Background: an optimization exercise with open tools, aiming at small area, a short achievable clock period and few clock cycles per item. Do not read the settings as production practice.
In this exercise RTL edits were held to simulation tests only and were not proved equivalent to the original.

$ cat flow/design.v
module zd_digest (
    input  wire        clk,
    input  wire        rst,         
    input  wire        cfg_we,
    input  wire [1:0]  cfg_sel,     
    input  wire [63:0] cfg_data,
    input  wire        in_valid,
    output wire        in_ready,
    input  wire [23:0] in_data,
    input  wire        in_signed,   
    output wire        idle,
    output wire [60:0] acc,
    output wire [63:0] pos
);
    localparam [63:0] GOLD = 64'h9E37_79B9_7F4A_7C15;
    localparam [63:0] MIX1 = 64'hBF58_476D_1CE4_E5B9;
    localparam [63:0] MIX2 = 64'h94D0_49BB_1331_11EB;
    localparam [60:0] P    = {61{1'b1}};
    reg [63:0] seed_q;
    reg [63:0] pos_q;
    reg [60:0] acc_q;
    wire [63:0] z0 = seed_q + (pos_q + 64'd1) * GOLD;
    wire [63:0] z1 = (z0 ^ (z0 >> 30)) * MIX1;
    wire [63:0] z2 = (z1 ^ (z1 >> 27)) * MIX2;
    wire [63:0] m  = z2 ^ (z2 >> 31);
    wire [61:0] m_fold = {1'b0, m[60:0]} + {59'd0, m[63:61]};
    wire [60:0] m_red  = (m_fold >= {1'b0, P}) ? m_fold[60:0] - P : m_fold[60:0];
    wire [60:0] coef   = (m_red == 61'd0) ? 61'd1 : m_red;
    wire        neg = in_signed & in_data[23];
    wire [23:0] mag = neg ? (24'd0 - in_data) : in_data;
    wire [84:0] prod   = coef * mag;
    wire [61:0] p_fold = {1'b0, prod[60:0]} + {38'd0, prod[84:61]};
    wire [60:0] p_red  = (p_fold >= {1'b0, P}) ? p_fold[60:0] - P : p_fold[60:0];
    wire [60:0] term   = (neg && p_red != 61'd0) ? P - p_red : p_red;
    wire [61:0] a_sum    = {1'b0, acc_q} + {1'b0, term};
    wire [60:0] acc_next = (a_sum >= {1'b0, P}) ? a_sum[60:0] - P : a_sum[60:0];
    always @(posedge clk) begin
        if (rst) begin
            seed_q <= 64'd0;
            pos_q  <= 64'd0;
            acc_q  <= 61'd0;
        end else if (cfg_we) begin
            case (cfg_sel)
                2'd0: seed_q <= cfg_data;
                2'd1: pos_q  <= cfg_data;
                2'd2: acc_q  <= cfg_data[60:0];
                default: ;
            endcase
        end else if (in_valid) begin
            acc_q <= acc_next;
            pos_q <= pos_q + 64'd1;
        end
    end
    assign in_ready = 1'b1;
    assign idle     = 1'b1;
    assign acc      = acc_q;
    assign pos      = pos_q;
endmodule
$ cat flow/run.sh
#!/bin/bash
# synth_recipe.tcl (not shown) runs the flow's synth.tcl, then flattens the netlist and writes it again
# the make line also repeats each setting of config.mk as NAME=value (left out here)
make -C /OpenROAD-flow-scripts/flow DESIGN_CONFIG=/design/flow/config.mk WORK_HOME=/design/flow/orfs CLKGATE_MAP_FILE= SYNTH_SCRIPT=/design/flow/synth_recipe.tcl finish
$ cat flow/config.mk
export PLATFORM = sky130hd
export DESIGN_NAME = zd_digest
export DESIGN_NICKNAME = zd_digest
export VERILOG_FILES = /design/flow/design.v
export SDC_FILE = /design/flow/constraint.sdc
export NUM_CORES = 4
export LEC_CHECK = 0
export ABC_AREA = 1
export CAP_MARGIN = 20
export CORE_MARGIN = 2
export CORE_UTILIZATION = 40
export SLEW_MARGIN = 20
$ cat flow/constraint.sdc
create_clock -name core_clock -period 50.0 [get_ports {clk}]
set_input_delay 10.0000 -clock core_clock [delete_from_list [all_inputs] [get_ports {clk}]]
set_output_delay 10.0000 -clock core_clock [all_outputs]
set_load 0.01 [all_outputs]
==> flow_summary.toml <==
[synth]
avgSynthCellArea_um2 = 8.19
ys_seq_elements = 189
synth-edff-count = 0
synthMostInstantiatedCell = "inv_1"
synth.yosys.seq_area_share_pct = 2.24
synth_top_area_share_pct = 44.8
synth_cell_type_count = 71
synth_area_mm2 = 0.169
netlist.top_cell.by_area = "fa_1"
yosys_warnings = 1
synthArstFlopShare_pct = 0
synthesis.instances = 20700
synthFlopType = "dfxtp_1"
synthTopCellsByCount = "inv_1 (6102), fa_1 (3790), nand2_1 (3053)"
synthTopCellsByArea = "fa_1 (45%), ha_1 (14%), inv_1 (14%)"

[floorplanning]
ioPinCount = 222
initial_utilization_pct = 40.2
floorplan.die.width_um = 654
fp-row-count = 238
design.die.area_mm2 = 0.428
die_h_um = 654
placeableCoreArea_mm2 = 0.421

[global_route]
globalRouteOverflowTotal = 0
grt_start_max_net_pins = 89
grt_antenna_before_repair = 29
via_count_of_the_first_global_routing_pass = 148000
grt_pass1_wl_um = 1050000
grt.total_usage_pct = 34.4

[place]
postPlaceCellArea_mm2 = 0.188
gp_routability_congestion = 1.07
numPortBuffers = 219
place_hpwl_um = 654000

[critical_path]
slowest_stage_cell_on_the_critical_path = "xor2_1"
reg2reg_from = "pos_q[2]"
reg2reg_to = "acc_q[56]"
required_ns = 50.43
slowest_delay_ns = 0.83
timing.critical_path.to_type = "flop"
worstPathArrival_ns = 48.13
path_max_fanout = 18
r2r_slack_ns = 2.29
timing.critical_path.from_type = "flop"
critical_path_class = "reg -> reg"
ff2ff_path_depth = 222

[cts]
clkTransAtPathRegs_ns = 0.10
clkLatencyLatePin_ns = 0.51
tritoncts = "done"
cts-buffers-inserted = 17
cts_max_level = 4
numClockSinks = 189
count_of_hold_fix_buffers_inserted_at_cts = 0
clock_tree.buffer_depth = 2
clk_root_buffer_cell = "clkbuf_16"

[drt]
drc_errors = 0
avgViaCountPerCell = 5.22
wire_length_after_detailed_routing_um = 734000
dr_total_vias = 144000
detail_route.iter0.violations = 14900
detail-route-antenna-nets = 0
first_pass_detailed_route_iteration_total = 7
wl_per_cell_um = 26.6

[hold_path]
min-delay-start = "seed_q[63]"
worst_hold_path.num_cells = 2
min_to = "seed_q[63]"
min_path_type = "reg -> reg"

[finish]
fillCellCount = 42400
layout.core_utilization_pct = 45.0
post-route-cell-area_mm2 = 0.190
num-nets-final = 27700
area.growth.synth_to_final_pct = 12.0
final_layout_size_suffix_gt1_share_pct = 8.60

[timing]
final.setup.tns_ns = 0
final.setup_skew_ns = 0.0195
finalCriticalPeriod_ns = 47.71
max-slew-margin-rel_pct = 20.6
report.final.slew_viol_count = 0
hold_violations = 0
setup_viol = 0
timing.final.crit_share_pct = 95.4
timing_worst_slew_pin_value_ns = 1.19
hold-worst-slack_ns = 0.490
timing.fmax_mhz = 21.0

[outcome]
outcome = "finished clean"

[flow_run]
maxCapViolations = 0
==> sequential cells by signal, summed over array words and instances, names as in the netlist <==
name and cells:
acc_q 61, pos_q 64, seed_q 64
==> area by class of cell <==
class | instances | area [um2] | area share [%]
Clock buffer | 17 | 425 | 0.224
Sequential cell | 189 | 3800 | 2.00
Multi-Input combinational cell | 13900 | 142000 | 74.9
Tap cell | 5640 | 7060 | 3.72
Inverter | 6168 | 23200 | 12.2
Timing Repair Buffer | 1611 | 12900 | 6.81
Antenna cell | 11 | 27.5 | 0.0145
Clock inverter | 15 | 183 | 0.0964
==> worst max-delay path, delay by kind of cell, from the launching register on <==
family                   cells  cell delay [ns]
adder cells (fa/ha/maj)     43            20.17
AND/OR/NAND/NOR             71             9.57
AO/OA/AOI/OAI               41             6.96
buffers and inverters       55             6.94
XOR/XNOR                    12             3.40
flip-flops                   1             0.45
==> per-stage QoR <==
step | cells | setup slack [ns]
6_report | 27600 | 2.29
5_1_grt | 27500 | -0.150
4_1_cts | 27500 | 0.467
3_5_place_dp | 27500 | 0.713
3_3_place_gp | 27500 | 0.729
2_1_floorplan | 20700 | 5.71
==> worst max-delay path by stage <==
stage | from | endpoint | slack [ns] | cells past startpoint
2_1_floorplan | pos_q[1] | acc_q[58] | 5.71 | 230
3_3_place_gp | pos_q[2] | acc_q[14] | 0.73 | 230
3_5_place_dp | pos_q[2] | acc_q[44] | 0.71 | 228
4_1_cts | pos_q[2] | acc_q[44] | 0.47 | 229
5_1_grt | pos_q[0] | acc_q[30] | -0.15 | 256
6_report | pos_q[2] | acc_q[56] | 2.29 | 222
==> logic make-up after synthesis <==
| kind of cell | Yosys count | synth area share, % |
|---|---|---|
| and+or+nand+nor | 5923 | 14.6 |
| other | 1 | 0.00222 |
| xor gates and xnor gates | 886 | 4.70 |
| DFF | 189 | 2.24 |
| AOI/OAI and AO/OA | 1347 | 4.48 |
| buffers and inverters | 6577 | 14.7 |
| adders and majority gates | 5749 | 59.3 |
==> per-layer routing <==
metal / GRT usage (%) / up-vias / share of wire, %
met5: 0 / - / 0.032
met4: 11.8 / 14 / 4.4
met3: 8.85 / 1084 / 11
met2: 50.5 / 7041 / 42
met1: 48.9 / 72600 / 43
li1: - / 63000 / -
==> cell usage in the layout (no fill, tap or decap), drive strengths merged, types with 11 or more instances in the layout <==
master         synthesis  final
inv                 6136   6141
fa                  3790   3790
nand2               3102   3102
ha                  1959   1959
nor2                1631   1631
buf                   64   1392
nand3                777    777
a21oi                659    659
xor2                 586    586
o21ai                375    375
xnor2                299    299
clkdlybuf4s50          0    218
dfxtp                189    189
nor3                 118    118
nand4                113    113
nand3b                85     85
a31oi                 58     58
o21bai                54     54
a21o                  53     53
or2                   48     48
clkinv                32     36
a221oi                32     32
nor4                  27     27
a21boi                27     27
o21a                  19     19
clkbuf               345     18
o211ai                16     16
diode                  0     11
o221ai                11     11
o31ai                 11     11
==> repair_timing <==
action | in CTS | in global routing
gates resized for setup | 0 | 246
setup buffers | 0 | 27
endpoints found under the hold margin | 0 | 0
endpoints found under the setup margin | 0 | 61
Testbench counts, summed over its fixed seeds: cycles 14,569, items 14,281.

-- what the ideal ports hide --
No port has a modelled driver above. Below, the same layout with a new extraction and two added sets of constraints. Step 1: set_driving_cell puts a clkbuf_16 on clk and a buf_2 on each other input, an assumption about the parent block. Step 2 moves the port delays by t, midway between the first and last clock arrival at a register: inputs arrive t later, outputs are due t later. That takes back most of the time a late clock gives input paths. Slacks: no drivers / after step 1 / after step 2; pairs: no drivers / after step 1.
t, ns: 0.556
setup slack, ns: 2.295 / 2.295 / 2.295
hold slack, ns: 0.490 / 0.490 / 0.490
clock arrival spread, ns: 0.020 / 0.019
worst data-port slew with drivers (ns): 0.08
After both steps this run still meets setup and hold. For this run, drivers alone change the setup slack by 0.000 ns; drivers and shift together by 0.000 ns.
